Background: an optimization exercise with open tools, aiming at small area, a short achievable clock period and few clock cycles. Do not read the settings as production practice. Function was checked by simulation only, so behaviour that the tests miss may differ from the original. Power and IR drop assume default switching activity.

### flow/design.v
module cv_engine (
    input  wire        clk,
    input  wire        rst,
    input  wire        go,
    input  wire [1:0]  cfg_poly,
    input  wire        cfg_mode,       
    input  wire        cfg_cont,
    input  wire [1:0]  cfg_awidth,
    input  wire [31:0] cfg_init,
    input  wire [24:0] cfg_len,
    input  wire [8:0]  cfg_count,
    input  wire [11:0] cfg_crcoff,
    input  wire [11:0] cfg_aoff,
    input  wire        ctx_we,
    input  wire [31:0] ctx_run,
    input  wire [31:0] ctx_alast,
    input  wire        ctx_avalid,
    input  wire [3:0]  err_clr,
    input  wire        in_valid,
    input  wire [31:0] in_data,
    output wire        in_ready,
    output wire        busy,
    output reg         done,
    output wire [1:0]  result,
    output reg  [8:0]  donemsg,
    output reg  [31:0] run_val,
    output reg  [31:0] crc_result,
    output reg  [31:0] alast,
    output reg         avalid,
    output reg  [15:0] cnt_ok,
    output reg  [15:0] cnt_crcerr,
    output reg  [15:0] cnt_repeat,
    output reg  [15:0] cnt_jump,
    output reg  [3:0]  err
);
    wire [31:0] u;
    wire [31:0] t0, t1;
    wire [15:0] t2;
    wire [7:0]  t3;
    assign t0[0] = ^(u & 32'h04D101DF);
    assign t0[1] = ^(u & 32'h09A203BE);
    assign t0[2] = ^(u & 32'h1344077D);
    assign t0[3] = ^(u & 32'h26880EFA);
    assign t0[4] = ^(u & 32'h4D101DF4);
    assign t0[5] = ^(u & 32'h9A203BE9);
    assign t0[6] = ^(u & 32'h3091760D);
    assign t0[7] = ^(u & 32'h6122EC1A);
    assign t0[8] = ^(u & 32'hC245D835);
    assign t0[9] = ^(u & 32'h805AB1B5);
    assign t0[10] = ^(u & 32'h046462B5);
    assign t0[11] = ^(u & 32'h08C8C56A);
    assign t0[12] = ^(u & 32'h11918AD4);
    assign t0[13] = ^(u & 32'h232315A9);
    assign t0[14] = ^(u & 32'h46462B53);
    assign t0[15] = ^(u & 32'h8C8C56A6);
    assign t0[16] = ^(u & 32'h1DC9AC92);
    assign t0[17] = ^(u & 32'h3B935924);
    assign t0[18] = ^(u & 32'h7726B249);
    assign t0[19] = ^(u & 32'hEE4D6493);
    assign t0[20] = ^(u & 32'hD84BC8F9);
    assign t0[21] = ^(u & 32'hB446902D);
    assign t0[22] = ^(u & 32'h6C5C2184);
    assign t0[23] = ^(u & 32'hD8B84309);
    assign t0[24] = ^(u & 32'hB5A187CC);
    assign t0[25] = ^(u & 32'h6F920E46);
    assign t0[26] = ^(u & 32'hDF241C8C);
    assign t0[27] = ^(u & 32'hBA9938C7);
    assign t0[28] = ^(u & 32'h71E37051);
    assign t0[29] = ^(u & 32'hE3C6E0A3);
    assign t0[30] = ^(u & 32'hC35CC098);
    assign t0[31] = ^(u & 32'h826880EF);
    assign t1[0] = ^(u & 32'h1F91CAF6);
    assign t1[1] = ^(u & 32'h3F2395EC);
    assign t1[2] = ^(u & 32'h7E472BD8);
    assign t1[3] = ^(u & 32'hFC8E57B1);
    assign t1[4] = ^(u & 32'hE68D6595);
    assign t1[5] = ^(u & 32'hD28B01DD);
    assign t1[6] = ^(u & 32'hBA87C94C);
    assign t1[7] = ^(u & 32'h6A9E586F);
    assign t1[8] = ^(u & 32'hD53CB0DE);
    assign t1[9] = ^(u & 32'hB5E8AB4B);
    assign t1[10] = ^(u & 32'h74409C60);
    assign t1[11] = ^(u & 32'hE88138C1);
    assign t1[12] = ^(u & 32'hCE93BB74);
    assign t1[13] = ^(u & 32'h82B6BC1F);
    assign t1[14] = ^(u & 32'h1AFCB2C8);
    assign t1[15] = ^(u & 32'h35F96591);
    assign t1[16] = ^(u & 32'h6BF2CB23);
    assign t1[17] = ^(u & 32'hD7E59646);
    assign t1[18] = ^(u & 32'hB05AE67B);
    assign t1[19] = ^(u & 32'h7F240600);
    assign t1[20] = ^(u & 32'hFE480C00);
    assign t1[21] = ^(u & 32'hE301D2F6);
    assign t1[22] = ^(u & 32'hD9926F1B);
    assign t1[23] = ^(u & 32'hACB514C0);
    assign t1[24] = ^(u & 32'h46FBE377);
    assign t1[25] = ^(u & 32'h8DF7C6EE);
    assign t1[26] = ^(u & 32'h047E472B);
    assign t1[27] = ^(u & 32'h08FC8E57);
    assign t1[28] = ^(u & 32'h11F91CAF);
    assign t1[29] = ^(u & 32'h23F2395E);
    assign t1[30] = ^(u & 32'h47E472BD);
    assign t1[31] = ^(u & 32'h8FC8E57B);
    assign t2[0] = ^(u & 32'h88D9D9BA);
    assign t2[1] = ^(u & 32'h10B3B375);
    assign t2[2] = ^(u & 32'h206667EB);
    assign t2[3] = ^(u & 32'h40CCCED6);
    assign t2[4] = ^(u & 32'h9181C5B1);
    assign t2[5] = ^(u & 32'h22038B63);
    assign t2[6] = ^(u & 32'h440616C7);
    assign t2[7] = ^(u & 32'h880C2C8E);
    assign t2[8] = ^(u & 32'h1119581C);
    assign t2[9] = ^(u & 32'h2232B038);
    assign t2[10] = ^(u & 32'h44646071);
    assign t2[11] = ^(u & 32'h88C8C0E2);
    assign t2[12] = ^(u & 32'h109181C5);
    assign t2[13] = ^(u & 32'h313B5B97);
    assign t2[14] = ^(u & 32'h6276B62E);
    assign t2[15] = ^(u & 32'hC4EC6C5D);
    assign t3[0] = ^(u & 32'h71A40393);
    assign t3[1] = ^(u & 32'hE2480726);
    assign t3[2] = ^(u & 32'hB5350DDF);
    assign t3[3] = ^(u & 32'h1BCF192D);
    assign t3[4] = ^(u & 32'h473A30C9);
    assign t3[5] = ^(u & 32'h8E746092);
    assign t3[6] = ^(u & 32'h1CE9C024);
    assign t3[7] = ^(u & 32'h38D28149);
    function [31:0] conv(input [31:0] c, input [1:0] p);
        case (p)
            2'd2:    conv = {16'd0, c[7:0], c[15:8]};
            2'd3:    conv = {24'd0, c[7:0]};
            default: conv = c;
        endcase
    endfunction
    function [31:0] fin_int(input [31:0] c, input [1:0] p);
        case (p)
            2'd2:    fin_int = {16'd0, c[7:0], c[15:8]};
            2'd3:    fin_int = {24'd0, ~c[7:0]};
            default: fin_int = ~c;
        endcase
    endfunction
    function [31:0] rotl(input [31:0] w, input [1:0] r);
        case (r)
            2'd0:    rotl = w;
            2'd1:    rotl = {w[23:0], w[31:24]};
            2'd2:    rotl = {w[15:0], w[31:16]};
            default: rotl = {w[7:0],  w[31:8]};
        endcase
    endfunction
    function [24:0] add25(input [24:0] a, input [24:0] b, input cin);
        reg [24:0] g, p, gg, pp;
        integer k, d;
        begin
            g = a & b;
            p = a ^ b;
            gg = g;
            pp = p;
            gg[0] = g[0] | (p[0] & cin);
            for (d = 1; d < 25; d = d * 2)
                for (k = 24; k >= d; k = k - 1) begin
                    gg[k] = gg[k] | (pp[k] & gg[k - d]);
                    pp[k] = pp[k] & pp[k - d];
                end
            add25 = p ^ {gg[23:0], cin};
        end
    endfunction
    function [3:0] clamp4(input [13:0] d);
        if (!d[13] && d[12:2] != 11'd0)          clamp4 = 4'd4;
        else if (d[13] && d[12:2] != 11'h7FF)    clamp4 = 4'b1100;
        else                                     clamp4 = d[3:0];
    endfunction
    reg        busy_q, first_q, res_q;
    reg [1:0]  poly_q, aw_q;
    reg        mode_q, cont_q;
    reg [31:0] init_q;        
    reg [24:0] rem_q;         
    reg [12:0] len_q;         
    reg [13:0] dc_q;          
    reg [13:0] da_q;          
    reg [8:0]  cntm1_q;       
    reg        rdy_q;         
    reg        pendb_q;       
    reg [1:0]  sb_q;          
    reg        bv_q, mend_q, last_q;
    reg [31:0] w_q;
    reg [2:0]  n_q;           
    reg [1:0]  rho_q, rhoa_q;
    reg [3:0]  sen_q, aen_q;
    reg [31:0] stored_q, alive_q;
    reg        p2_q, l2_q;
    assign busy     = busy_q;
    assign in_ready = rdy_q;
    assign result   = {1'b0, res_q};
    wire [2:0] cwb = (cfg_poly == 2'd2) ? 3'd2 : (cfg_poly == 2'd3) ? 3'd1 : 3'd4;
    wire [2:0] awb_in = (cfg_awidth == 2'd1) ? 3'd1 : (cfg_awidth == 2'd2) ? 3'd2 :
                        (cfg_awidth == 2'd3) ? 3'd4 : 3'd0;
    wire [24:0] troom_cw = add25({12'd0, cfg_len[12:0]}, ~{13'd0, cfg_crcoff}, 1'b1);
    wire [24:0] troom_aw = add25({12'd0, cfg_len[12:0]}, ~{13'd0, cfg_aoff}, 1'b1);
    wire [13:0] troom_c = troom_cw[13:0];
    wire [13:0] troom_a = troom_aw[13:0];
    wire bad_c = troom_c[13] || ((troom_c[12:3] == 10'd0) && (troom_c[2:0] < cwb));
    wire bad_a = (cfg_awidth != 2'd0) &&
                 (troom_a[13] || ((troom_a[12:3] == 10'd0) && (troom_a[2:0] < awb_in)));
    wire bad_s = (cfg_len == 25'd0) || (cfg_len[24] && (cfg_len[23:0] != 24'd0));
    wire bad_m = (cfg_len[24:13] != 12'd0) || (cfg_len[12] && (cfg_len[11:0] != 12'd0)) ||
                 (cfg_len[12:3] == 10'd0) || (cfg_count == 9'd0) ||
                 (cfg_count[8] && (cfg_count[7:0] != 8'd0)) || bad_c || bad_a;
    wire bad = cfg_mode ? bad_m : bad_s;
    wire [2:0] awb = (aw_q == 2'd1) ? 3'd1 : (aw_q == 2'd2) ? 3'd2 : (aw_q == 2'd3) ? 3'd4 : 3'd0;
    wire [2:0] cwb_q = (poly_q == 2'd2) ? 3'd2 : (poly_q == 2'd3) ? 3'd1 : 3'd4;
    wire       fetch = in_valid && rdy_q;
    wire       beat  = fetch || pendb_q;
    wire [1:0] s     = pendb_q ? sb_q : 2'd0;
    wire       endh  = (rem_q[24:3] == 22'd0) && (rem_q[2:0] <= 3'd4) && !pendb_q;
    wire       last  = endh && (!mode_q || (donemsg == cntm1_q));
    wire       bnd   = endh && !last;                  
    wire       r4    = rem_q[2];                       
    wire [24:0] rem_m4 = add25(rem_q, 25'h1FFFFFC, 1'b0);
    wire [24:0] rem_bw = add25({12'd0, len_q}, {23'd0, rem_q[1:0]}, 1'b0);
    wire [12:0] rem_b  = rem_bw[12:0];
    wire [12:0] lx     = {len_q[12:2] - {10'd0, r4}, len_q[1:0]};    
    wire [24:0] dc_m4w = add25({11'd0, dc_q}, 25'h1FFFFFC, 1'b0);
    wire [24:0] dc_bw  = add25({11'd0, dc_q}, {12'd0, lx}, 1'b0);
    wire [24:0] da_m4w = add25({11'd0, da_q}, 25'h1FFFFFC, 1'b0);
    wire [24:0] da_bw  = add25({11'd0, da_q}, {12'd0, lx}, 1'b0);
    wire [13:0] dc_m4  = dc_m4w[13:0];
    wire [13:0] dc_b   = dc_bw[13:0];
    wire [13:0] da_m4  = da_m4w[13:0];
    wire [13:0] da_b   = da_bw[13:0];
    wire [24:0] rem_nx = bnd ? {12'd0, rem_b} : rem_m4;
    wire [13:0] dc_nx  = bnd ? dc_b : dc_m4;
    wire [13:0] da_nx  = bnd ? da_b : da_m4;
    wire [3:0]  dcl = mode_q ? clamp4(dc_q) : ((rem_q[24:2] != 23'd0) ? 4'd4 : {2'b00, rem_q[1:0]});
    wire [3:0]  dal = clamp4(da_q);
    wire [3:0]  ec  = (dcl[3] || (dcl[2:0] < {1'b0, s})) ? {2'b00, s} : dcl;
    wire [3:0]  dce = dcl + 4'd4;     
    wire [3:0]  dae = dal + 4'd4;
    wire [2:0]  nb  = ec[2:0] - {1'b0, s};
    wire [1:0]  rho = 2'd0 - dcl[1:0];
    wire [1:0]  rhoa = 2'd0 - dal[1:0];
    reg  [3:0]  sen, aen;
    integer i;
    always @(*) begin
        for (i = 0; i < 4; i = i + 1) begin
            sen[i] = mode_q && (i < cwb_q) && ({1'b0, dce} + i >= 4) && ({1'b0, dce} + i <= 7);
            aen[i] = mode_q && (i < awb) && ({1'b0, dae} + i >= 4) && ({1'b0, dae} + i <= 7);
        end
    end
    wire [31:0] rot  = rotl(w_q, rho_q);
    wire [31:0] rota = rotl(w_q, rhoa_q);
    reg  [31:0] ush, csh;
    always @(*) begin
        case (n_q)
            3'd1:    begin ush = {run_val[7:0],  24'd0}  ^ {rot[31:24], 24'd0}; csh = {8'd0,  run_val[31:8]};  end
            3'd2:    begin ush = {run_val[15:0], 16'd0}  ^ {rot[31:16], 16'd0}; csh = {16'd0, run_val[31:16]}; end
            3'd3:    begin ush = {run_val[23:0], 8'd0}   ^ {rot[31:8],  8'd0};  csh = {24'd0, run_val[31:24]}; end
            3'd4:    begin ush = run_val ^ rot;                                 csh = 32'd0;                  end
            default: begin ush = 32'd0;                                         csh = run_val;                end
        endcase
    end
    assign u = ush;
    reg [31:0] tsel;
    always @(*) begin
        case (poly_q)
            2'd0:    tsel = t0;
            2'd1:    tsel = t1;
            2'd2:    tsel = {16'd0, t2};
            default: tsel = {24'd0, t3};
        endcase
    end
    wire [31:0] nx = csh ^ tsel;
    wire        p2   = (poly_q == 2'd2);
    wire [31:0] cshn = p2 ? {16'd0, csh[7:0], csh[15:8]} : csh;
    wire [31:0] tseln = p2 ? {16'd0, t2[7:0], t2[15:8]} : tsel;
    wire [31:0] nxn  = cshn ^ tseln;
    wire [31:0] wmask = (poly_q == 2'd2) ? 32'h0000FFFF : (poly_q == 2'd3) ? 32'h000000FF : 32'hFFFFFFFF;
    wire        match = (((stored_q ^ crc_result) & wmask) == 32'd0);
    wire [31:0] amask = (aw_q == 2'd1) ? 32'h000000FF : (aw_q == 2'd2) ? 32'h0000FFFF : 32'hFFFFFFFF;
    wire [31:0] acnt  = alive_q & amask;
    wire [31:0] adiff = (alive_q ^ alast) & amask;
    reg  [31:0] ainc;                 
    always @(*) begin
        ainc[0] = 1'b1;
        for (i = 1; i < 32; i = i + 1) ainc[i] = ainc[i - 1] & alast[i - 1];
    end
    wire        a_ok  = (adiff == (ainc & amask));
    wire        a_rep = (adiff == 32'd0);
    wire [24:0] donemsg_inc = add25({16'd0, donemsg}, 25'd0, 1'b1);
    wire [24:0] crcerr_inc  = add25({9'd0, cnt_crcerr}, 25'd0, 1'b1);
    wire [24:0] ok_inc      = add25({9'd0, cnt_ok}, 25'd0, 1'b1);
    wire [24:0] repeat_inc  = add25({9'd0, cnt_repeat}, 25'd0, 1'b1);
    wire [24:0] jump_inc    = add25({9'd0, cnt_jump}, 25'd0, 1'b1);
    wire [24:0] count_m1    = add25({16'd0, cfg_count}, 25'h1FFFFFF, 1'b0);
    always @(posedge clk) begin
        if (rst) begin
            busy_q     <= 1'b0;
            first_q    <= 1'b0;
            rdy_q      <= 1'b0;
            pendb_q    <= 1'b0;
            bv_q       <= 1'b0;
            p2_q       <= 1'b0;
            done       <= 1'b0;
            res_q      <= 1'b0;
            donemsg    <= 9'd0;
            run_val    <= 32'd0;
            crc_result <= 32'd0;
            alast      <= 32'd0;
            avalid     <= 1'b0;
            cnt_ok     <= 16'd0;
            cnt_crcerr <= 16'd0;
            cnt_repeat <= 16'd0;
            cnt_jump   <= 16'd0;
            err        <= 4'd0;
        end else begin
            done <= 1'b0;
            err  <= err & ~err_clr;
            if (!busy_q && ctx_we) begin
                run_val <= ctx_run;
                alast   <= ctx_alast;
                avalid  <= ctx_avalid;
            end
            if (!busy_q && go) begin
                donemsg <= 9'd0;
                if (bad) begin
                    done    <= 1'b1;
                    res_q   <= 1'b1;
                    err[3]  <= 1'b1;
                end else begin
                    busy_q  <= 1'b1;
                    rdy_q   <= 1'b1;
                    first_q <= 1'b1;
                    res_q   <= 1'b0;
                end
            end
            if (first_q) begin
                first_q <= 1'b0;
                run_val <= (cont_q && !mode_q) ? conv(run_val, poly_q) : init_q;
            end
            bv_q   <= beat;
            if (fetch) begin
                if (endh) begin
                    if (mode_q) donemsg <= donemsg_inc[8:0];
                    if (last) begin
                        rdy_q <= 1'b0;
                    end else if (rem_q[2:0] != 3'd4) begin
                        rdy_q   <= 1'b0;
                        pendb_q <= 1'b1;
                    end
                end
            end
            if (pendb_q) begin
                pendb_q <= 1'b0;
                rdy_q   <= 1'b1;
            end
            p2_q <= bv_q && mend_q && mode_q;
            if (bv_q) begin
                run_val <= mend_q ? (last_q ? nxn : init_q) : nx;
                if (mend_q) begin
                    crc_result <= fin_int(nx, poly_q);
                    if (last_q && !mode_q) begin
                        busy_q <= 1'b0;
                        done   <= 1'b1;
                        err[3] <= 1'b1;
                    end
                end
            end
            if (p2_q) begin
                if (!match) begin
                    if (cnt_crcerr != 16'hFFFF) cnt_crcerr <= crcerr_inc[15:0];
                    err[0] <= 1'b1;
                end else if (aw_q != 2'd0) begin
                    if (!avalid) begin
                        alast  <= acnt;
                        avalid <= 1'b1;
                    end else if (a_ok) begin
                        alast  <= acnt;
                        if (cnt_ok != 16'hFFFF) cnt_ok <= ok_inc[15:0];
                    end else if (a_rep) begin
                        if (cnt_repeat != 16'hFFFF) cnt_repeat <= repeat_inc[15:0];
                        err[1] <= 1'b1;
                    end else begin
                        alast  <= acnt;
                        if (cnt_jump != 16'hFFFF) cnt_jump <= jump_inc[15:0];
                        err[2] <= 1'b1;
                    end
                end
                if (l2_q) begin
                    busy_q <= 1'b0;
                    done   <= 1'b1;
                    err[3] <= 1'b1;
                end
            end
        end
    end
    always @(posedge clk) begin
        if (!busy_q) begin
            poly_q  <= cfg_poly;
            mode_q  <= cfg_mode;
            cont_q  <= cfg_cont;
            aw_q    <= cfg_awidth;
            init_q  <= conv(cfg_init, cfg_poly);
            rem_q   <= cfg_len;
            len_q   <= cfg_len[12:0];
            dc_q    <= {2'b00, cfg_crcoff};
            da_q    <= {2'b00, cfg_aoff};
            cntm1_q <= count_m1[8:0];
        end else if (beat) begin
            rem_q <= rem_nx;
            dc_q  <= dc_nx;
            da_q  <= da_nx;
        end
        n_q    <= nb;
        rho_q  <= rho;
        rhoa_q <= rhoa;
        sen_q  <= sen;
        aen_q  <= aen;
        mend_q <= endh;
        last_q <= last;
        sb_q   <= rem_q[1:0];
        if (rdy_q) w_q <= in_data;
        if (bv_q) begin
            if (mend_q) l2_q <= last_q;
            if (sen_q[0]) stored_q[7:0]   <= rot[7:0];
            if (sen_q[1]) stored_q[15:8]  <= rot[15:8];
            if (sen_q[2]) stored_q[23:16] <= rot[23:16];
            if (sen_q[3]) stored_q[31:24] <= rot[31:24];
            if (aen_q[0]) alive_q[7:0]    <= rota[7:0];
            if (aen_q[1]) alive_q[15:8]   <= rota[15:8];
            if (aen_q[2]) alive_q[23:16]  <= rota[23:16];
            if (aen_q[3]) alive_q[31:24]  <= rota[31:24];
        end
    end
endmodule
### flow/constraint.sdc
create_clock -name core_clock -period 10.0 [get_ports {clk}]
set_input_delay 2.0000 -clock core_clock [delete_from_list [all_inputs] [get_ports {clk}]]
set_output_delay 2.0000 -clock core_clock [all_outputs]
set_load 0.01 [all_outputs]
### flow/run.sh
#!/bin/bash
# synth_recipe.tcl (not shown) runs the flow's synth.tcl, then flattens the netlist and writes it again
# the make line also repeats each setting of config.mk as NAME=value (left out here)
make -C /OpenROAD-flow-scripts/flow DESIGN_CONFIG=/design/flow/config.mk WORK_HOME=/design/flow/orfs CLKGATE_MAP_FILE= SYNTH_SCRIPT=/design/flow/synth_recipe.tcl finish
### flow/config.mk
export PLATFORM = sky130hd
export DESIGN_NAME = cv_engine
export DESIGN_NICKNAME = cv_engine
export VERILOG_FILES = /design/flow/design.v
export SDC_FILE = /design/flow/constraint.sdc
export NUM_CORES = 4
export LEC_CHECK = 0
export CAP_MARGIN = 20
export CORE_MARGIN = 2
export CORE_UTILIZATION = 60
export SETUP_SLACK_MARGIN = 4.5
export SLEW_MARGIN = 20
export TNS_END_PERCENT = 100
==> flow_summary_export.csv, run 1 <==
group,metric,value,unit
run_status,status,"timing/DRC/antenna clean",
detailed_routing,firstDrtPassIters,8,
synthesis,synth_cell_types,95,
global_routing,grt_pass1_wl,194900,µm
worst_setup_path,rrSetupSlack,4.49,ns
hold_path,min_from,"err[1]$_SDFF_PP0_",
detailed_routing,viasPerCell,6.908,
timing,rsz0062_at_grt,"true",
worst_setup_path,crit_family,"XOR/XNOR gates",
timing,tns,0,ns
cts,cts_tree,"built",
synthesis,syn_area,33140,µm²
global_routing,grt_util_all_layers,46.11,%
detailed_routing,wirelength,136200,µm
timing,min_period_over_period,55.11,%
final_layout,drive_gt1_share,9.075,%
cts,postCtsHoldBufs,0,
worst_setup_path,required,10.48,ns
final_layout,seq_area,10310,µm²
timing,relSlewSlack,15.93,%
detailed_routing,drc,0,
place,gp_congestion,1.056,
synthesis,async_flop_share,0,%
timing,setup_viol,0,
worst_setup_path,cp_num_buf_inv,1,
power_and_ir_drop,irDropWorstVdd,182.4,µV
timing,fin_crit,5.511,ns
final_layout,area_delta_synth_final,18.96,%
synthesis,ys_seq_area_share,31.05,%
cts,clock-sinks,411,
hold_path,min_to,"err[1]$_SDFF_PP0_",
worst_setup_path,start_kind,"flip-flop",
die,start_util,60.38,%
cts,h-tree-depth,2,
die,rows,86,
worst_setup_path,r2r_cells,14,
worst_setup_path,cpMostUsedCell,"xnor2_1",
global_routing,antenna_found_initial,7,
timing,finalClockSkew,0.04068,ns
worst_setup_path,startpoint,"rho_q[1]$_DFF_P_",
cts,cts-root-buf,"clkbuf_16",
final_layout,final_nets,4159,
die,dieHeight,239,µm
power_and_ir_drop,powerDensity,215.0,nW/µm²
synthesis,synth_cells,3553,
worst_setup_path,cp_cell_sequence,"mux4_2 -> xnor2_1 -> o31ai_4 -> buf_4 -> xor2_2 -> xnor2_1 -> xnor2_1 -> xnor2_1 -> xnor2_1 -> nor2_1 -> a211oi_2 -> xnor2_1 -> a221oi_1 -> a2111oi_0",
synthesis,yosys_warnings,1,
die,dieArea,57120,µm²
run,drv_cap,0,
worst_setup_path,worstPathArrival,5.99,ns
worst_setup_path,crit_path_max_fanout,33,
worst_setup_path,r2r-start,"rho_q[1]$_DFF_P_",
place,portBuffers,379,
synthesis,yosys.area.top_type,"edfxtp_1",
global_routing,grt_start_max_net_pins,87,
place,dp_hpwl,99880,µm
detailed_routing,num_vias,31770,
final_layout,final_util,71.83,%
cts,clockBufferDepth,3,
final_layout,multi_input_area,21780,µm²
synthesis,syn_nets,3858,
worst_setup_path,end_kind,"flip-flop",
cts,clk_pin_slew_worst_paths,0.07,ns
timing,timing_hold_violations_final,0,
synthesis,synth.most_common_cell,"xnor2_1",
synthesis,syn_area_per_cell,9.326,µm²
timing,worstMarginPinSlew,1.250,ns
detailed_routing,wire_per_inst,29.60,µm
die,io_pins,381,
cts,clock_latency,0.63,ns
synthesis,ys.flop_type,"edfxtp_1",
synthesis,synth_edf_count,206,
detailed_routing,drtIter0Drc,4363,
place,place_inst,4504,
global_routing,overflow,0,
global_routing,grt_pass1_vias,29960,
synthesis,synth_common_cells,"519 x xnor2_1, 288 x nor2_1, 261 x nand2_1, 240 x xor2_1, 214 x a21oi_1",
hold_path,hold_path_class,"flip-flop to flip-flop",
synthesis,synth_area_leaders,"edfxtp_1 19%, xnor2_1 14%, dfxtp_1 12%, xor2_1 6.3%, mux4_2 4.4%",
worst_setup_path,critPathMaxStageDelay,0.70,ns
detailed_routing,ant_nets,0,
final_layout,fin_area,39420,µm²
worst_setup_path,r2r_end,"run_val[16]$_SDFFE_PP0P_",
cts,cts_buffers,44,
die,dieWidth,239,µm
synthesis,synth_top_area_share,18.67,%
power_and_ir_drop,leakagePower,0.01381,µW
die,coreArea,54880,µm²
timing,timing.fmax,181.4,MHz
final_layout,fin_cells,4599,
place,place_area,37600,µm²
final_layout,fillers,3791,
synthesis,synth.ff_latch_count,411,
worst_setup_path,slowest_stage,"mux4_2",
worst_setup_path,critPathKind,"flip-flop to flip-flop",
hold_path,min_delay_path_depth,2,
timing,maxSlewViolCount,0,
[power by group]
part           internal (µW)  total (µW)  leakage [µW]  switching [µW]
clock                   1070        1820      0.000783             749
sequential              1860        2000       0.00368             144
combinational           1880        4650       0.00934            2770
total                   4810        8470        0.0138            3670
[cell families (layout without fill, tap and decap cells)]
group | Yosys count | in the layout | share of synthesized area [%]
compound gates | 795 | 795 | 16.52
xor+xnor | 812 | 812 | 23.37
fa+ha+maj | 103 | 103 | 4.025
buf+inv | 325 | 662 | 3.931
flops | 411 | 411 | 31.05
mux | 147 | 147 | 7.020
other cells | 1 | 6 | 0.01132
simple gates | 959 | 959 | 14.07
[stage by stage]
stage	hold slack, ns	total power [µW]	setup WS (ns)
global route	0.4965	8662	4.437
finish	0.4851	8474	4.489
CTS	0.4879	8249	4.496
detailed placement	0.4706	6445	3.579
global placement	0.4530	6423	3.701
floorplan	0.3968	5028	4.734
[tightest hold or removal path: cells and delay by family, from the launching register on]
kind,cells,cell delay [ns]
AOI/OAI and AO/OA,1,0.06
and+or+nand+nor,1,0.07
DFF,1,0.31
[worst max path at each step]
stage,endpoint,depth (start not counted)
6_report,run_val[16]$_SDFFE_PP0P_,14
5_1_grt,first_q$_SDFF_PP0_,10
4_1_cts,busy_q$_SDFF_PP0_,16
3_5_place_dp,busy_q$_SDFF_PP0_,15
3_3_place_gp,busy_q$_SDFF_PP0_,15
2_1_floorplan,busy_q$_SDFF_PP0_,17
[layer usage]
layer	part of all wire, %	vias up	GRT usage [%]
met5	0.026	-	0
met4	8.3	2	30.11
met3	14	706	14.45
met2	43	2647	69.17
met1	35	15060	57.34
li1	-	13360	-
[state kept, by name (all words and copies together) (netlist names), 25 cells and up]
signal / flops
run_val: 32
crc_result: 32
init_q: 32
w_q: 32
alive_q: 32
alast: 32
rem_q: 25
stored_q: 32
[cell type report]
cell class,count,area share [%]
clock inverter,17,0.6412
antenna,5,0.03174
inverter,132,1.260
timing repair buffer,448,11.01
sequential,411,26.15
multi-input combinational,2817,55.26
clock buffer,65,3.412
tap,704,2.235
[what timing repair did]
action | 4_1_cts | 5_1_grt
resized for setup | 10 | 22
buffers inserted | 1 | 6
endpoints found under the setup margin | 9 | 35
pin swaps | 7 | 11
cloned | 0 | 0
[cell usage in the layout, fill, tap and decap left out, types with 56 or more instances in the layout]
master           count
inv_1              123
xnor2_1            518
edfxtp_1           206
a21oi_1            209
nand2_1            259
ha_1                96
nor2_1             283
nor3_1              56
dfxtp_1            196
buf_4               66
xor2_1             240
o21ai_0            156
mux4_2              65
clkdlybuf4s50_1    377
Testbench counts, summed over its fixed seeds: cycles 18,317.
==> run 2, diff against run 1 <==
--- a/flow/config.mk
+++ b/flow/config.mk
@@ -10,3 +10,3 @@
 export CORE_UTILIZATION = 60
-export SETUP_SLACK_MARGIN = 4.5
+export SETUP_SLACK_MARGIN = 5
 export SLEW_MARGIN = 20
==> flow_summary_export.csv, run 2 <==
group,metric,value,unit
synthesis,synth_edf_count,206,
synthesis,synth.most_common_cell,"xnor2_1",
die,coreArea,54880,µm²
power_and_ir_drop,leakagePower,0.01407,µW
cts,cts-root-buf,"clkbuf_16",
synthesis,synth_area_leaders,"edfxtp_1 19%, xnor2_1 14%, dfxtp_1 12%, xor2_1 6.3%, mux4_2 4.4%",
final_layout,fin_area,39990,µm²
final_layout,seq_area,10310,µm²
detailed_routing,num_vias,32050,
final_layout,layout_common_cells,"508 x xnor2_1, 369 x clkdlybuf4s50_1, 281 x nor2_1",
synthesis,synth-compound-area-share,16.52,%
power_and_ir_drop,powerDensity,209.8,nW/µm²
place,place_inst,4500,
timing,timing.fmax,195.9,MHz
timing,fin_ws,4.896,ns
place,place_area,37580,µm²
place,dp_hpwl,99750,µm
cts,cts_buffers,43,
detailed_routing,drtIter0Drc,4549,
final_layout,fin_cells,4639,
worst_setup_path,worstPathArrival,5.60,ns
power_and_ir_drop,fin_total_pwr,8391,µW
place,pre_cts_slack,3.809,ns
worst_setup_path,required,10.50,ns
timing,fin_crit,5.104,ns
worst_setup_path,start_kind,"flip-flop",
detailed_routing,wirelength,136800,µm
final_layout,mostFrequentLayoutCell,"xnor2_1",
final_layout,area_delta_synth_final,20.67,%
synthesis,syn_nets,3858,
synthesis,syn_area_per_cell,9.326,µm²
die,dieWidth,239,µm
cts,clock-sinks,411,
detailed_routing,firstDrtPassIters,9,
die,start_util,60.38,%
global_routing,overflow,0,
synthesis,synth_cell_types,95,
synthesis,async_flop_share,0,%
cts,clock_latency,0.60,ns
worst_setup_path,end_kind,"flip-flop",
synthesis,synth_cells,3553,
synthesis,synthMuxAreaShare,7.020,%
detailed_routing,ant_nets,0,
timing,finalClockSkew,0.02799,ns
die,dieArea,57120,µm²
run,drv_cap,0,
synthesis,synth-simple-area-share,14.07,%
global_routing,grt_start_max_net_pins,82,
synthesis,syn_area,33140,µm²
die,rows,86,
worst_setup_path,critPathKind,"flip-flop to flip-flop",
final_layout,multi_input_area,22090,µm²
die,io_pins,381,
detailed_routing,viasPerCell,6.908,
synthesis,synth_top_family_by_area,"XOR/XNOR gates",
cts,clockBufferDepth,3,
timing,rsz0062_at_grt,"true",
run_status,status,"timing/DRC/antenna clean",
die,dieHeight,239,µm
global_routing,grt_util_all_layers,46.19,%
final_layout,final_nets,4198,
detailed_routing,wire_per_inst,29.50,µm
hold_path,hold_path_class,"flip-flop to flip-flop",
timing,maxSlewViolCount,0,
timing,relSlewSlack,26.70,%
synthesis,synth.ff_latch_count,411,
power_and_ir_drop,irDropWorstVdd,147.7,µV
timing,tns,0,ns
detailed_routing,drc,0,
synthesis,synth_common_cells,"519 x xnor2_1, 288 x nor2_1, 261 x nand2_1, 240 x xor2_1, 214 x a21oi_1",
synthesis,ys.flop_type,"edfxtp_1",
cts,postCtsHoldBufs,0,
timing,min_period_over_period,51.04,%
global_routing,grt_pass1_vias,30190,
synthesis,yosys_warnings,1,
cts,cts_tree,"built",
place,portBuffers,379,
global_routing,grt_pass1_wl,195000,µm
timing,worstMarginPinSlew,1.096,ns
worst_setup_path,crit_path_max_fanout,63,
final_layout,drive_gt1_share,11.18,%
synthesis,ys_seq_area_share,31.05,%
timing,timing_hold_violations_final,0,
timing,setup_viol,0,
global_routing,antenna_found_initial,11,
place,gp_congestion,1.055,
cts,h-tree-depth,2,
final_layout,fillers,3799,
cts,clk_pin_slew_worst_paths,0.06,ns
synthesis,synthAdderAreaFrac,4.025,%
synthesis,synth-xor-area-share,23.37,%
synthesis,yosys.area.top_type,"edfxtp_1",
synthesis,synth_top_area_share,18.67,%
## run 2: logic make-up after synthesis
family / after synthesis
simple gates: 959
xor+xnor: 812
compound gates: 795
flops: 411
buf+inv: 325
mux: 147
fa+ha+maj: 103
other cells: 1
## run 2: power breakdown
group,internal [µW],total (µW),leakage [µW],switching [µW]
registers,1860,2000,0.00368,145
clock network,898,1630,0.000687,732
logic,1950,4760,0.00970,2810
## run 2: critical path: stages, from the launching register on
cell and delay (ns):
dfxtp_2 0.32, clkbuf_8 0.39, nor2_2 0.16, nand2_1 0.20, buf_4 0.44, o32ai_1 0.17, buf_4 0.25, xnor2_1 0.66
xnor2_1 0.16, xnor2_1 0.31, xor2_1 0.35, xnor2_1 0.21, a21oi_1 0.14, nor2_1 0.40, xnor2_1 0.21, or3_1 0.35
a21oi_1 0.21
## run 2: metal layers
metal  vias to the layer above  wire (µm)  GRT usage (%)
met5                         -         98              0
met4                        14      11050          28.96
met3                       721      19540          14.50
met2                      2703      58530          69.47
met1                     15170      47610          57.75
li1                      13430          -              -
## run 2: cell type report
cell class | instances | share of cell area [%]
multi-input combinational | 2817 | 55.25
sequential | 411 | 25.77
timing repair buffer | 488 | 11.98
clock buffer | 64 | 3.120
tap | 704 | 2.203
inverter | 132 | 1.252
clock inverter | 15 | 0.3661
antenna | 8 | 0.05007
## run 2: timing repair
item,in CTS,in global routing
endpoints found under the setup margin,81,81
resized for setup,40,64
setup buffers,22,30
pin swaps,20,23
## run 2: metrics by stage
stage | hold WS, ns | util (%)
floorplan | 0.3968 | -
global placement | 0.4580 | 68.47
detailed placement | 0.4655 | 68.49
CTS | 0.4761 | 71.74
global route | 0.4983 | 72.84
finish | 0.4711 | 72.86
## run 2: final timing paths
kind                           from                           to  slack, ns  cells past startpoint
hold reg to reg   err[0]$_SDFF_PP0_            err[0]$_SDFF_PP0_       0.47                      2
setup reg to reg     n_q[0]$_DFF_P_  crc_result[23]$_SDFFE_PP0P_       4.90                     16
hold / removal    err[0]$_SDFF_PP0_            err[0]$_SDFF_PP0_       0.47                      2
setup / recovery     n_q[0]$_DFF_P_  crc_result[23]$_SDFFE_PP0P_       4.90                     16
==> run 3, diff against run 2 <==
--- a/flow/config.mk
+++ b/flow/config.mk
@@ -9,5 +9,4 @@
 export CORE_MARGIN = 2
-export CORE_UTILIZATION = 60
+export CORE_UTILIZATION = 40
 export SETUP_SLACK_MARGIN = 5
 export SLEW_MARGIN = 20
-export TNS_END_PERCENT = 100
==> flow_summary_export.csv, run 3 <==
group,metric,value,unit
power_and_ir_drop,swShare,43.24,%
synthesis,syn_nets,3858,
synthesis,synth.ff_latch_count,411,
die,dieArea,85160,µm²
timing,rsz0062_at_grt,"true",
detailed_routing,firstDrtPassIters,6,
worst_setup_path,crit_family,"XOR/XNOR gates",
synthesis,ys.flop_type,"edfxtp_1",
detailed_routing,num_vias,29940,
final_layout,mostFrequentLayoutCell,"xnor2_1",
place,place_area,38240,µm²
global_routing,grt_pass1_wl,197800,µm
die,io_pins,381,
worst_setup_path,r2r_cells,16,
final_layout,fillers,7755,
power_and_ir_drop,fin_total_pwr,8773,µW
worst_setup_path,slowest_stage,"buf_4",
final_layout,layout_common_cells,"508 x xnor2_1, 367 x clkdlybuf4s50_1, 284 x nor2_1",
power_and_ir_drop,leakagePower,0.01431,µW
worst_setup_path,worstPathArrival,5.45,ns
hold_path,min_from,"err[0]$_SDFF_PP0_",
synthesis,syn_area_per_cell,9.326,µm²
worst_setup_path,rrSetupSlack,5.05,ns
synthesis,synth_cells,3553,
cts,cts-root-buf,"clkbuf_16",
place,portBuffers,379,
die,rows,105,
die,dieHeight,291.8,µm
global_routing,antenna_found_initial,8,
power_and_ir_drop,irDropWorstVdd,177.3,µV
die,start_util,40.36,%
timing,tns,0,ns
worst_setup_path,crit_path_max_fanout,63,
place,gp_congestion,1.022,
timing,worstMarginPinSlew,1.098,ns
synthesis,synth.most_common_cell,"xnor2_1",
detailed_routing,wire_per_inst,27.58,µm
cts,h-tree-depth,2,
synthesis,synth_common_cells,"519 x xnor2_1, 288 x nor2_1, 261 x nand2_1, 240 x xor2_1, 214 x a21oi_1",
final_layout,area_delta_synth_final,23.37,%
synthesis,async_flop_share,0,%
run,drv_cap,0,
power_and_ir_drop,combPwrFrac,54.7,%
timing,maxSlewViolCount,0,
synthesis,synthAdderAreaFrac,4.025,%
synthesis,synth_area_leaders,"edfxtp_1 19%, xnor2_1 14%, dfxtp_1 12%, xor2_1 6.3%, mux4_2 4.4%",
synthesis,syn_area,33140,µm²
worst_setup_path,cp_cell_sequence,"buf_4 -> nor2_1 -> nand2_1 -> buf_4 -> nor2_1 -> buf_4 -> xnor2_1 -> xnor2_1 -> xnor2_1 -> xnor2_1 -> nand2_1 -> o21ai_1 -> xor2_1 -> nor2_1 -> a211oi_1 -> nor3_1",
detailed_routing,ant_nets,0,
timing,fin_crit,4.946,ns
worst_setup_path,cp_num_buf_inv,3,
synthesis,synthMuxAreaShare,7.020,%
timing,relSlewSlack,26.00,%
power_and_ir_drop,clkPwrFrac,22.5,%
worst_setup_path,cpMostUsedCell,"xnor2_1",
global_routing,grt_pass1_vias,28090,
synthesis,synth_top_family_by_area,"XOR/XNOR gates",
global_routing,grt_start_max_net_pins,95,
timing,timing_hold_violations_final,0,
worst_setup_path,critPathMaxStageDelay,0.56,ns
synthesis,synth_cell_types,95,
timing,setup_viol,0,
worst_setup_path,required,10.50,ns
die,dieWidth,291.8,µm
final_layout,final_nets,4216,
timing,min_period_over_period,49.46,%
cts,clock_latency,0.64,ns
worst_setup_path,start_kind,"flip-flop",
final_layout,diodes,0,
hold_path,hold_path_class,"flip-flop to flip-flop",
detailed_routing,wirelength,138500,µm
timing,finalClockSkew,0.03705,ns
hold_path,min_to,"err[0]$_SDFF_PP0_",
worst_setup_path,r2r_end,"crc_result[11]$_SDFFE_PP0P_",
global_routing,grt_util_all_layers,31.51,%
die,coreArea,82110,µm²
final_layout,final_util,49.78,%
worst_setup_path,critPathKind,"flip-flop to flip-flop",
synthesis,synth-compound-area-share,16.52,%
synthesis,yosys.area.top_type,"edfxtp_1",
timing,timing.fmax,202.2,MHz
hold_path,min_delay_path_depth,2,
worst_setup_path,r2r-start,"n_q[0]$_DFF_P_",
power_and_ir_drop,power_switching,3793,µW
power_and_ir_drop,pwr-share-seq,22.8,%
cts,clk_pin_slew_worst_paths,0.06,ns
final_layout,fin_area,40880,µm²
synthesis,synth_edf_count,206,
detailed_routing,viasPerCell,5.964,
place,dp_hpwl,106200,µm
synthesis,ys_seq_area_share,31.05,%
detailed_routing,drtIter0Drc,3434,
power_and_ir_drop,powerDensity,214.6,nW/µm²
synthesis,yosys_warnings,1,
cts,clockBufferDepth,3,
cts,clock-sinks,411,
cts,cts_buffers,50,
synthesis,synth_top_area_share,18.67,%
synthesis,synth-simple-area-share,14.07,%
final_layout,drive_gt1_share,11.47,%
detailed_routing,drc,0,
synthesis,synth-xor-area-share,23.37,%
place,place_inst,4891,
global_routing,overflow,0,
power_and_ir_drop,p_int,4979,µW
run_status,status,"timing/DRC/antenna clean",
final_layout,fin_cells,5021,
worst_setup_path,end_kind,"flip-flop",
cts,cts_tree,"built",
-- run 3: cell counts after synthesis --
No cell type changed its count.
-- run 3: repair_timing --
| action | in CTS | in global routing |
|---|---|---|
| hold buffers | 0 | 0 |
| cloned | 0 | 0 |
| resized for setup | 43 | 64 |
| pin swaps | 21 | 26 |
| endpoints found under the setup margin | 71 | 71 |
| hold endpoints to repair | 0 | 0 |
| buffers inserted | 21 | 17 |
-- run 3: kinds of logic (layout without fill, tap and decap cells) --
kind of cell,count (synthesis),after routing
buffers and inverters,325,723
AO/OA/AOI/OAI,795,795
AND/OR/NAND/NOR,959,959
other,1,1
adder cells (fa/ha/maj),103,103
flip-flops,411,411
multiplexers,147,147
XOR/XNOR,812,812
-- run 3: per-stage QoR --
step / worst slack [ns] / hold WS, ns
floorplan: 5.023 / 0.3968
global placement: 3.797 / 0.4612
detailed placement: 3.795 / 0.4712
CTS: 4.988 / 0.4809
global route: 4.759 / 0.5153
finish: 5.054 / 0.4790
-- run 3: worst register-to-register path, stage by stage, from the launching register on --
cell      delay, ns
dfxtp_2        0.31
buf_4          0.56
nor2_1         0.35
nand2_1        0.14
buf_4          0.43
nor2_1         0.19
buf_4          0.23
xnor2_1        0.53
xnor2_1        0.16
xnor2_1        0.44
xnor2_1        0.25
nand2_1        0.11
o21ai_1        0.22
xor2_1         0.18
nor2_1         0.10
a211oi_1       0.52
nor3_1         0.08
-- run 3: final cells by class --
| class | instances | area, µm² | share of cell area [%] |
|---|---|---|---|
| clock buffer | 69 | 1434 | 3.508 |
| inverter | 132 | 509.2 | 1.246 |
| tap | 1070 | 1339 | 3.275 |
| timing repair buffer | 499 | 4850 | 11.86 |
| multi-input combinational | 2817 | 22110 | 54.08 |
| clock inverter | 23 | 334.1 | 0.8172 |
| sequential | 411 | 10310 | 25.21 |
-- run 3: layer usage --
layer / track usage [%] / vias up / routed length (µm)
met5: 0 / - / 68
met4: 15.69 / 10 / 7935
met3: 7.299 / 347 / 13930
met2: 48.59 / 1644 / 61050
met1: 41.40 / 14460 / 55510
li1: - / 13490 / -
-- run 3: worst max-delay path by stage --
stage	cells past startpoint	to	from	slack, ns
floorplan	15	busy_q$_SDFF_PP0_	cfg_crcoff[1]	5.02
global placement	15	busy_q$_SDFF_PP0_	cfg_len[1]	3.80
detailed placement	15	busy_q$_SDFF_PP0_	cfg_len[1]	3.80
CTS	14	run_val[16]$_SDFFE_PP0P_	rho_q[1]$_DFF_P_	4.99
global route	16	run_val[16]$_SDFFE_PP0P_	n_q[1]$_DFF_P_	4.76
finish	16	crc_result[11]$_SDFFE_PP0P_	n_q[0]$_DFF_P_	5.05
-- run 3: power groups by stage --
stage	clock network (µW)	registers [µW]	logic [µW]
floorplan	0	1970	3060
global placement	0	2030	4530
detailed placement	0	2030	4460
CTS	2010	1990	4570
global route	2070	2000	4970
finish	1980	2000	4800
==> run 4, diff against run 3 <==
--- a/flow/config.mk
+++ b/flow/config.mk
@@ -12 +12,2 @@
 export SLEW_MARGIN = 20
+export TNS_END_PERCENT = 100
==> flow_summary_export.csv, run 4 <==
group,metric,value,unit
detailed_routing,wire_per_inst,27.58,µm
power_and_ir_drop,swShare,43.24,%
synthesis,yosys_warnings,1,
global_routing,grt_pass1_vias,28090,
final_layout,area_delta_synth_final,23.37,%
die,start_util,40.36,%
detailed_routing,wirelength,138500,µm
final_layout,final_nets,4216,
timing,maxSlewViolCount,0,
hold_path,min_delay_path_depth,2,
cts,clock_latency,0.64,ns
global_routing,antenna_found_initial,8,
synthesis,synth_edf_count,206,
cts,cts-root-buf,"clkbuf_16",
die,rows,105,
timing,finalClockSkew,0.03705,ns
final_layout,diodes,0,
power_and_ir_drop,power_switching,3793,µW
power_and_ir_drop,p_int,4979,µW
timing,relSlewSlack,26.00,%
power_and_ir_drop,clkPwrFrac,22.5,%
hold_path,min_from,"err[0]$_SDFF_PP0_",
timing,timing_hold_violations_final,0,
die,dieArea,85160,µm²
timing,min_period_over_period,49.46,%
worst_setup_path,crit_family,"XOR/XNOR gates",
detailed_routing,firstDrtPassIters,6,
final_layout,drive_gt1_share,11.47,%
place,portBuffers,379,
hold_path,min_to,"err[0]$_SDFF_PP0_",
global_routing,grt_pass1_wl,197800,µm
global_routing,overflow,0,
place,gp_congestion,1.022,
synthesis,yosys.area.top_type,"edfxtp_1",
synthesis,synth.ff_latch_count,411,
synthesis,synth_cell_types,95,
timing,fin_crit,4.946,ns
worst_setup_path,critPathMaxStageDelay,0.56,ns
die,dieHeight,291.8,µm
cts,cts_tree,"built",
power_and_ir_drop,combPwrFrac,54.7,%
worst_setup_path,r2r_cells,16,
worst_setup_path,cp_cell_sequence,"buf_4 -> nor2_1 -> nand2_1 -> buf_4 -> nor2_1 -> buf_4 -> xnor2_1 -> xnor2_1 -> xnor2_1 -> xnor2_1 -> nand2_1 -> o21ai_1 -> xor2_1 -> nor2_1 -> a211oi_1 -> nor3_1",
global_routing,grt_start_max_net_pins,95,
worst_setup_path,r2r-start,"n_q[0]$_DFF_P_",
worst_setup_path,rrSetupSlack,5.05,ns
die,io_pins,381,
detailed_routing,drtIter0Drc,3434,
worst_setup_path,slowest_stage,"buf_4",
synthesis,synth_common_cells,"519 x xnor2_1, 288 x nor2_1, 261 x nand2_1, 240 x xor2_1, 214 x a21oi_1",
synthesis,syn_area,33140,µm²
detailed_routing,ant_nets,0,
timing,timing.fmax,202.2,MHz
hold_path,hold_path_class,"flip-flop to flip-flop",
worst_setup_path,critPathKind,"flip-flop to flip-flop",
synthesis,synth.most_common_cell,"xnor2_1",
run,drv_cap,0,
detailed_routing,num_vias,29940,
synthesis,async_flop_share,0,%
power_and_ir_drop,powerDensity,214.6,nW/µm²
synthesis,synth_top_area_share,18.67,%
timing,worstMarginPinSlew,1.098,ns
timing,setup_viol,0,
synthesis,syn_nets,3858,
die,coreArea,82110,µm²
final_layout,layout_common_cells,"508 x xnor2_1, 367 x clkdlybuf4s50_1, 284 x nor2_1",
worst_setup_path,start_kind,"flip-flop",
timing,rsz0062_at_grt,"true",
die,dieWidth,291.8,µm
synthesis,ys.flop_type,"edfxtp_1",
synthesis,syn_area_per_cell,9.326,µm²
synthesis,synth_cells,3553,
cts,clockBufferDepth,3,
final_layout,mostFrequentLayoutCell,"xnor2_1",
run_status,status,"timing/DRC/antenna clean",
power_and_ir_drop,fin_total_pwr,8773,µW
cts,clk_pin_slew_worst_paths,0.06,ns
place,dp_hpwl,106200,µm
worst_setup_path,cp_num_buf_inv,3,
worst_setup_path,end_kind,"flip-flop",
power_and_ir_drop,pwr-share-seq,22.8,%
worst_setup_path,r2r_end,"crc_result[11]$_SDFFE_PP0P_",
power_and_ir_drop,irDropWorstVdd,177.3,µV
worst_setup_path,crit_path_max_fanout,63,
global_routing,grt_util_all_layers,31.51,%
timing,tns,0,ns
synthesis,ys_seq_area_share,31.05,%
power_and_ir_drop,leakagePower,0.01431,µW
cts,h-tree-depth,2,
cts,clock-sinks,411,
detailed_routing,viasPerCell,5.964,
worst_setup_path,cpMostUsedCell,"xnor2_1",
cts,cts_buffers,50,
detailed_routing,drc,0,
synthesis,synth_area_leaders,"edfxtp_1 19%, xnor2_1 14%, dfxtp_1 12%, xor2_1 6.3%, mux4_2 4.4%",
worst_setup_path,worstPathArrival,5.45,ns
worst_setup_path,required,10.50,ns
## run 4: cell counts after synthesis
No cell type changed its count.
## run 4: cell type report
type                       instances  area, µm²
fill                            7755      41230
multi-input combinational       2817      22110
sequential                       411      10310
timing repair buffer             499       4850
clock buffer                      69       1434
tap                             1070       1339
inverter                         132      509.2
clock inverter                    23      334.1
## run 4: cells by family after synthesis
logic type / Yosys count / share of synthesized area, %
simple gates: 959 / 14.07
xor+xnor: 812 / 23.37
compound gates: 795 / 16.52
flops: 411 / 31.05
buf+inv: 325 / 3.931
mux: 147 / 7.020
fa+ha+maj: 103 / 4.025
other cells: 1 / 0.01132
## run 4: worst max-delay path by stage
| stage | from | to | cells after the start |
|---|---|---|---|
| 2_1_floorplan | cfg_crcoff[1] | busy_q$_SDFF_PP0_ | 15 |
| 3_3_place_gp | cfg_len[1] | busy_q$_SDFF_PP0_ | 15 |
| 3_5_place_dp | cfg_len[1] | busy_q$_SDFF_PP0_ | 15 |
| 4_1_cts | rho_q[1]$_DFF_P_ | run_val[16]$_SDFFE_PP0P_ | 14 |
| 5_1_grt | n_q[1]$_DFF_P_ | run_val[16]$_SDFFE_PP0P_ | 16 |
| 6_report | n_q[0]$_DFF_P_ | crc_result[11]$_SDFFE_PP0P_ | 16 |
## run 4: per-stage QoR
| step | instance area [µm²] | std cells | hold slack [ns] | utilization (%) | setup WS, ns |
|---|---|---|---|---|---|
| global placement | 38240 | 4891 | 0.4612 | 46.57 | 3.797 |
| global route | 40880 | 5021 | 0.5153 | 49.78 | 4.759 |
| detailed placement | 38240 | 4891 | 0.4712 | 46.57 | 3.795 |
| floorplan | 33160 | 3553 | 0.3968 | - | 5.023 |
| CTS | 40450 | 5004 | 0.4809 | 49.27 | 4.988 |
| finish | 40880 | 5021 | 0.4790 | 49.78 | 5.054 |
## run 4: timing repair
action,CTS,global route
pin swaps,21,26
buffers inserted,21,17
hold buffers,0,0
gates resized for setup,43,64
endpoints found under the setup margin,71,71
## run 4: worst min-delay path, delay by kind of cell (launching register included)
| kind | cells | cell delay [ns] |
|---|---|---|
| simple gates | 1 | 0.07 |
| compound gates | 1 | 0.06 |
| flops | 1 | 0.31 |
## run 4: layer usage
metal | track usage [%] | part of all wire, % | up-vias
li1 | - | - | 13490
met1 | 41.40 | 40 | 14460
met2 | 48.59 | 44 | 1644
met3 | 7.299 | 10 | 347
met4 | 15.69 | 5.7 | 10
met5 | 0 | 0.049 | -
## run 4: power by group through the flow
stage                     Combinational (µW)  Clock, µW  Sequential [µW]
after global routing                    4970       2070             2000
after CTS                               4570       2010             1990
after global placement                  4530          0             2030
after floorplan                         3060          0             1970
final                                   4800       1980             2000
after detailed placement                4460          0             2030
==> run 5, diff against run 4 <==
--- a/flow/config.mk
+++ b/flow/config.mk
@@ -7,3 +7,3 @@
 export LEC_CHECK = 0
-export CAP_MARGIN = 20
+export CAP_MARGIN = 0
 export CORE_MARGIN = 2
@@ -11,3 +11,3 @@
 export SETUP_SLACK_MARGIN = 5
-export SLEW_MARGIN = 20
+export SLEW_MARGIN = 0
 export TNS_END_PERCENT = 100
==> flow_summary_export.csv, run 5 <==
group,metric,value,unit
run_status,status,"timing/DRC/antenna clean",
synthesis,synth-compound-area-share,16.52,%
timing,setup_viol,0,
synthesis,synth_top_family_by_area,"XOR/XNOR gates",
detailed_routing,firstDrtPassIters,6,
synthesis,synth-xor-area-share,23.37,%
timing,finalClockSkew,0.03705,ns
synthesis,synthAdderAreaFrac,4.025,%
cts,clk_pin_slew_worst_paths,0.06,ns
cts,cts-root-buf,"clkbuf_16",
synthesis,synth.ff_latch_count,411,
timing,tns,0,ns
cts,cts_buffers,50,
global_routing,use_met2,48.59,%
cts,cts_tree,"built",
synthesis,synth_common_cells,"519 x xnor2_1, 288 x nor2_1, 261 x nand2_1, 240 x xor2_1, 214 x a21oi_1",
timing,maxSlewViolCount,0,
global_routing,antenna_found_initial,8,
place,place_area,38240,µm²
worst_setup_path,cpMostUsedCell,"xnor2_1",
cts,clockBufferDepth,3,
cts,h-tree-depth,2,
synthesis,synth-simple-area-share,14.07,%
final_layout,multi_input_area,22110,µm²
synthesis,syn_nets,3858,
final_layout,drive_gt1_share,11.47,%
worst_setup_path,crit_family,"XOR/XNOR gates",
worst_setup_path,end_kind,"flip-flop",
place,gp_congestion,1.022,
synthesis,synth_top_area_share,18.67,%
power_and_ir_drop,pwr-share-seq,22.8,%
worst_setup_path,critPathKind,"flip-flop to flip-flop",
synthesis,synth_area_leaders,"edfxtp_1 19%, xnor2_1 14%, dfxtp_1 12%, xor2_1 6.3%, mux4_2 4.4%",
global_routing,met1_usage,41.40,%
final_layout,layout_common_cells,"508 x xnor2_1, 367 x clkdlybuf4s50_1, 284 x nor2_1",
die,io_pins,381,
detailed_routing,wirelength,138500,µm
cts,postCtsHoldBufs,0,
timing,timing_hold_violations_final,0,
die,rows,105,
synthesis,synth_cells,3553,
worst_setup_path,cp_num_buf_inv,3,
die,dieHeight,291.8,µm
detailed_routing,ant_nets,0,
power_and_ir_drop,p_int,4979,µW
place,dp_hpwl,106200,µm
worst_setup_path,required,10.50,ns
global_routing,grt_pass1_vias,28090,
synthesis,async_flop_share,0,%
hold_path,hold_path_class,"flip-flop to flip-flop",
final_layout,final_nets,4216,
timing,rsz0062_at_grt,"true",
timing,min_period_over_period,49.46,%
final_layout,fillers,7755,
final_layout,seq_area,10310,µm²
synthesis,synthMuxAreaShare,7.020,%
power_and_ir_drop,power_switching,3793,µW
synthesis,synth_edf_count,206,
timing,timing.fmax,202.2,MHz
synthesis,ys_seq_area_share,31.05,%
worst_setup_path,cp_cell_sequence,"buf_4 -> nor2_1 -> nand2_1 -> buf_4 -> nor2_1 -> buf_4 -> xnor2_1 -> xnor2_1 -> xnor2_1 -> xnor2_1 -> nand2_1 -> o21ai_1 -> xor2_1 -> nor2_1 -> a211oi_1 -> nor3_1",
worst_setup_path,start_kind,"flip-flop",
global_routing,grt_pass1_wl,197800,µm
global_routing,grt_util_all_layers,31.51,%
cts,clock_latency,0.64,ns
global_routing,gr-usage-met3,7.299,%
worst_setup_path,critPathMaxStageDelay,0.56,ns
power_and_ir_drop,leakagePower,0.01431,µW
detailed_routing,viasPerCell,5.964,
worst_setup_path,slowest_stage,"buf_4",
power_and_ir_drop,irDropWorstVdd,177.3,µV
worst_setup_path,startpoint,"n_q[0]$_DFF_P_",
synthesis,synth_cell_types,95,
place,pre_cts_slack,3.795,ns
timing,fin_ws,5.054,ns
synthesis,syn_area_per_cell,9.326,µm²
worst_setup_path,worstPathArrival,5.45,ns
synthesis,yosys_warnings,1,
timing,worstMarginPinSlew,1.098,ns
detailed_routing,drc,0,
final_layout,mostFrequentLayoutCell,"xnor2_1",
global_routing,grt_start_max_net_pins,95,
timing,relSlewSlack,26.00,%
die,dieArea,85160,µm²
detailed_routing,num_vias,29940,
global_routing,busiest_layer,"met2",
detailed_routing,drtIter0Drc,3434,
hold_path,min_from,"err[0]$_SDFF_PP0_",
timing,fin_crit,4.946,ns
final_layout,area_delta_synth_final,23.37,%
worst_setup_path,crit_path_max_fanout,63,
worst_setup_path,r2r-start,"n_q[0]$_DFF_P_",
die,coreArea,82110,µm²
synthesis,ys.flop_type,"edfxtp_1",
synthesis,syn_area,33140,µm²
power_and_ir_drop,clkPwrFrac,22.5,%
run,drv_cap,0,
cts,clock-sinks,411,
synthesis,synth.most_common_cell,"xnor2_1",
die,start_util,40.36,%
final_layout,fin_area,40880,µm²
place,portBuffers,379,
final_layout,diodes,0,
synthesis,yosys.area.top_type,"edfxtp_1",
final_layout,final_util,49.78,%
power_and_ir_drop,powerDensity,214.6,nW/µm²
global_routing,overflow,0,
die,dieWidth,291.8,µm
power_and_ir_drop,combPwrFrac,54.7,%
power_and_ir_drop,swShare,43.24,%
detailed_routing,wire_per_inst,27.58,µm
==> run 5: cell counts after synthesis <==
Identical to the previous run, type by type.
==> run 5: logic make-up after synthesis <==
family	count (synthesis)
compound gates	795
xor+xnor	812
fa+ha+maj	103
buf+inv	325
flops	411
mux	147
other cells	1
simple gates	959
==> run 5: layout make-up <==
type | count | share of cell area [%]
Clock buffer | 69 | 3.508
Tap cell | 1070 | 3.275
Multi-Input combinational cell | 2817 | 54.08
Timing Repair Buffer | 499 | 11.86
Clock inverter | 23 | 0.8172
Inverter | 132 | 1.246
Sequential cell | 411 | 25.21
==> run 5: metal layers <==
layer | routed length (µm) | share of wire [%]
met5 | 68 | 0.049
met4 | 7935 | 5.7
met3 | 13930 | 10
met2 | 61050 | 44
met1 | 55510 | 40
==> run 5: worst min-delay path: cells and delay by family, from the launching register on <==
family             cells  cell delay [ns]
DFF                    1             0.31
and+or+nand+nor        1             0.07
AOI/OAI and AO/OA      1             0.06
==> run 5: power groups by stage <==
| stage | sequential (µW) | combinational, µW | clock (µW) |
|---|---|---|---|
| finish | 2000 | 4800 | 1980 |
| CTS | 1990 | 4570 | 2010 |
| global placement | 2030 | 4530 | 0 |
| detailed placement | 2030 | 4460 | 0 |
| global route | 2000 | 4970 | 2070 |
| floorplan | 1970 | 3060 | 0 |
==> run 5: timing repair <==
| action | 4_1_cts | 5_1_grt |
|---|---|---|
| pin swaps | 21 | 26 |
| resized for setup | 43 | 64 |
| buffers inserted | 21 | 17 |
| setup endpoints to repair | 71 | 71 |
==> run 5: metrics by stage <==
| stage | hold WS (ns) | instances | total power [µW] |
|---|---|---|---|
| global placement | 0.4612 | 4891 | 6557 |
| floorplan | 0.3968 | 3553 | 5030 |
| detailed placement | 0.4712 | 4891 | 6487 |
| global route | 0.5153 | 5021 | 9048 |
| finish | 0.4790 | 5021 | 8773 |
| CTS | 0.4809 | 5004 | 8570 |
==> run 5: path summary, 6_finish.rpt <==
check	endpoint	slack (ns)	depth (start not counted)
max	crc_result[11]$_SDFFE_PP0P_	5.05	16
min	err[0]$_SDFF_PP0_	0.48	2
max reg2reg	crc_result[11]$_SDFFE_PP0P_	5.05	16
min reg2reg	err[0]$_SDFF_PP0_	0.48	2
==> run 6, diff against run 5 <==
--- a/flow/config.mk
+++ b/flow/config.mk
@@ -7,7 +7,8 @@
 export LEC_CHECK = 0
-export CAP_MARGIN = 0
+export CAP_MARGIN = 20
 export CORE_MARGIN = 2
 export CORE_UTILIZATION = 40
+export CTS_BUF_LIST = sky130_fd_sc_hd__clkbuf_8
 export SETUP_SLACK_MARGIN = 5
-export SLEW_MARGIN = 0
+export SLEW_MARGIN = 20
 export TNS_END_PERCENT = 100
==> flow_summary_export.csv, run 6 <==
group,metric,value,unit
synthesis,syn_area,33140,µm²
worst_setup_path,cp_cell_sequence,"clkbuf_8 -> clkinv_2 -> buf_4 -> o31ai_4 -> buf_4 -> xor2_4 -> xor2_2 -> xnor2_1 -> xnor2_1 -> nor3b_1 -> xnor2_1 -> a211oi_1 -> nor3_1",
timing,maxSlewViolCount,0,
synthesis,synth.most_common_cell,"xnor2_1",
die,coreArea,82110,µm²
die,rows,105,
final_layout,layout_common_cells,"506 x xnor2_1, 367 x clkdlybuf4s50_1, 284 x nor2_1",
final_layout,fillers,7821,
place,place_inst,4891,
power_and_ir_drop,powerDensity,207.8,nW/µm²
timing,relSlewSlack,22.71,%
worst_setup_path,crit_path_max_fanout,62,
worst_setup_path,cpMostUsedCell,"xnor2_1",
synthesis,synth_area_leaders,"edfxtp_1 19%, xnor2_1 14%, dfxtp_1 12%, xor2_1 6.3%, mux4_2 4.4%",
global_routing,grt_pass1_wl,198100,µm
detailed_routing,viasPerCell,5.910,
global_routing,antenna_found_initial,10,
worst_setup_path,crit_family,"XOR/XNOR gates",
detailed_routing,drtIter0Drc,3458,
worst_setup_path,critPathKind,"flip-flop to flip-flop",
final_layout,fin_cells,5077,
cts,clock_latency,0.72,ns
global_routing,overflow,0,
synthesis,syn_nets,3858,
cts,postCtsHoldBufs,0,
timing,setup_viol,0,
final_layout,multi_input_area,22090,µm²
final_layout,area_delta_synth_final,22.68,%
cts,clock-sinks,411,
power_and_ir_drop,leakagePower,0.01439,µW
run,drv_cap,0,
synthesis,syn_area_per_cell,9.326,µm²
timing,timing_hold_violations_final,0,
detailed_routing,wirelength,138900,µm
final_layout,final_util,49.51,%
die,dieHeight,291.8,µm
place,gp_congestion,1.022,
place,portBuffers,379,
place,dp_hpwl,106200,µm
cts,h-tree-depth,3,
cts,clockBufferDepth,3,
final_layout,final_nets,4244,
cts,cts_tree,"built",
synthesis,synth_common_cells,"519 x xnor2_1, 288 x nor2_1, 261 x nand2_1, 240 x xor2_1, 214 x a21oi_1",
timing,fin_crit,4.919,ns
detailed_routing,ant_nets,0,
detailed_routing,wire_per_inst,27.36,µm
timing,worstMarginPinSlew,1.147,ns
worst_setup_path,end_kind,"flip-flop",
synthesis,synth_edf_count,206,
synthesis,synth_cells,3553,
synthesis,ys_seq_area_share,31.05,%
worst_setup_path,cp_num_buf_inv,4,
worst_setup_path,slowest_stage,"xnor2_1",
place,pre_cts_slack,3.795,ns
final_layout,mostFrequentLayoutCell,"xnor2_1",
synthesis,synth_top_area_share,18.67,%
hold_path,hold_path_class,"flip-flop to flip-flop",
timing,tns,0,ns
timing,rsz0062_at_grt,"true",
synthesis,yosys_warnings,1,
final_layout,seq_area,10310,µm²
worst_setup_path,critPathMaxStageDelay,0.69,ns
power_and_ir_drop,irDropWorstVdd,151.5,µV
synthesis,yosys.area.top_type,"edfxtp_1",
global_routing,grt_start_max_net_pins,95,
die,start_util,40.36,%
timing,fin_ws,5.081,ns
detailed_routing,firstDrtPassIters,10,
worst_setup_path,start_kind,"flip-flop",
timing,holdWs,0.4789,ns
run_status,status,"timing/DRC/antenna clean",
synthesis,async_flop_share,0,%
detailed_routing,drc,0,
global_routing,grt_pass1_vias,28210,
global_routing,grt_util_all_layers,31.65,%
timing,min_period_over_period,49.19,%
timing,timing.fmax,203.3,MHz
die,io_pins,381,
worst_setup_path,required,10.57,ns
worst_setup_path,worstPathArrival,5.48,ns
synthesis,synth.ff_latch_count,411,
final_layout,drive_gt1_share,12.04,%
cts,cts_buffers,78,
synthesis,synth_cell_types,95,
cts,clk_pin_slew_worst_paths,0.07,ns
timing,finalClockSkew,0.06338,ns
cts,cts-root-buf,"clkbuf_8",
die,dieArea,85160,µm²
synthesis,ys.flop_type,"edfxtp_1",
die,dieWidth,291.8,µm
detailed_routing,num_vias,30010,
run 6: cell counts after synthesis:
No cell type changed its count.
run 6: worst paths after layout:
path,slack [ns],startpoint,to,cells after the start
hold reg to reg,0.48,err[0]$_SDFF_PP0_,err[0]$_SDFF_PP0_,2
hold / removal,0.48,err[0]$_SDFF_PP0_,err[0]$_SDFF_PP0_,2
setup / recovery,5.08,n_q[1]$_DFF_P_,crc_result[11]$_SDFFE_PP0P_,13
setup reg to reg,5.08,n_q[1]$_DFF_P_,crc_result[11]$_SDFFE_PP0P_,13
run 6: metal layers:
layer	track usage, %	up-vias	share of wire (%)
met5	0	-	0.030
met4	15.97	6	5.3
met3	8.228	324	10
met2	48.44	1638	44
met1	41.24	14480	40
li1	-	13560	-
run 6: kinds of logic (layout without fill, tap and decap cells):
family / after synthesis / in the layout / synth area share [%]
multiplexers: 147 / 147 / 7.020
buffers and inverters: 325 / 774 / 3.931
XOR/XNOR: 812 / 812 / 23.37
flip-flops: 411 / 411 / 31.05
AND/OR/NAND/NOR: 959 / 959 / 14.07
adder cells (fa/ha/maj): 103 / 103 / 4.025
AO/OA/AOI/OAI: 795 / 795 / 16.52
other: 1 / 6 / 0.01132
run 6: metrics by stage:
step,cell area (µm²),power (µW)
after floorplan,33160,5030
after global placement,38240,6557
after detailed placement,38240,6487
after CTS,40130,8256
after global routing,40640,8740
final,40650,8446
run 6: worst reg2reg max path, stage by stage, from the launching register on:
cell and delay, ns:
dfxtp_2 0.32, clkbuf_8 0.39, clkinv_2 0.34, buf_4 0.30, o31ai_4 0.28, buf_4 0.31
xor2_4 0.40, xor2_2 0.45, xnor2_1 0.28, xnor2_1 0.69, nor3b_1 0.31, xnor2_1 0.09
a211oi_1 0.52, nor3_1 0.08
run 6: area by class of cell:
cell class / instances / area share, %
Multi-Input combinational cell: 2817 / 54.35
Sequential cell: 411 / 25.35
Timing Repair Buffer: 499 / 12.01
Tap cell: 1070 / 3.293
Clock buffer: 87 / 2.946
Inverter: 132 / 1.240
Clock inverter: 56 / 0.7787
Antenna cell: 5 / 0.03078
run 6: timing repair:
| action | 4_1_cts | 5_1_grt |
|---|---|---|
| pin swaps | 18 | 23 |
| setup endpoints to repair | 72 | 61 |
| buffers inserted | 19 | 19 |
| gates resized for setup | 31 | 71 |
run 6: power by group:
group | internal, µW | leakage (µW) | switching [µW]
sequential | 1860 | 0.00368 | 142
clock | 856 | 0.000906 | 801
combinational | 1950 | 0.00980 | 2830

-- what the ideal ports hide --
No port has a modelled driver above. Below, the same layouts with a new extraction and two added sets of constraints.
Step 1: set_driving_cell puts a clkbuf_16 on clk and a buf_2 on each other input, an assumption about the parent block.
Step 2, shift: input delay + t, output delay - t, t = (earliest + latest rising clock arrival at the registers) / 2. This alone moves slack from input paths to output paths.
a / b / c = ideal ports / drivers / drivers and shift; a / b = the first two.
| run | t, ns | setup slack, ns | pins driven straight from the clock port |
|---|---|---|---|
| run 1 | 0.672 | 4.489 / 4.489 / 3.978 | 1 |
| run 2 | 0.656 | 4.896 / 4.896 / 4.488 | 1 |
| run 3 | 0.693 | 5.054 / 5.054 / 4.436 | 1 |
| run 4 | 0.693 | 5.054 / 5.054 / 4.436 | 1 |
| run 5 | 0.693 | 5.054 / 5.054 / 4.436 | 1 |
| run 6 | 0.756 | 5.081 / 5.081 / 4.393 | 1 |
After both steps setup and hold are still met in every run listed. For run 6, which loses most, drivers alone change the setup slack by 0.000 ns; drivers and shift together by -0.688 ns.
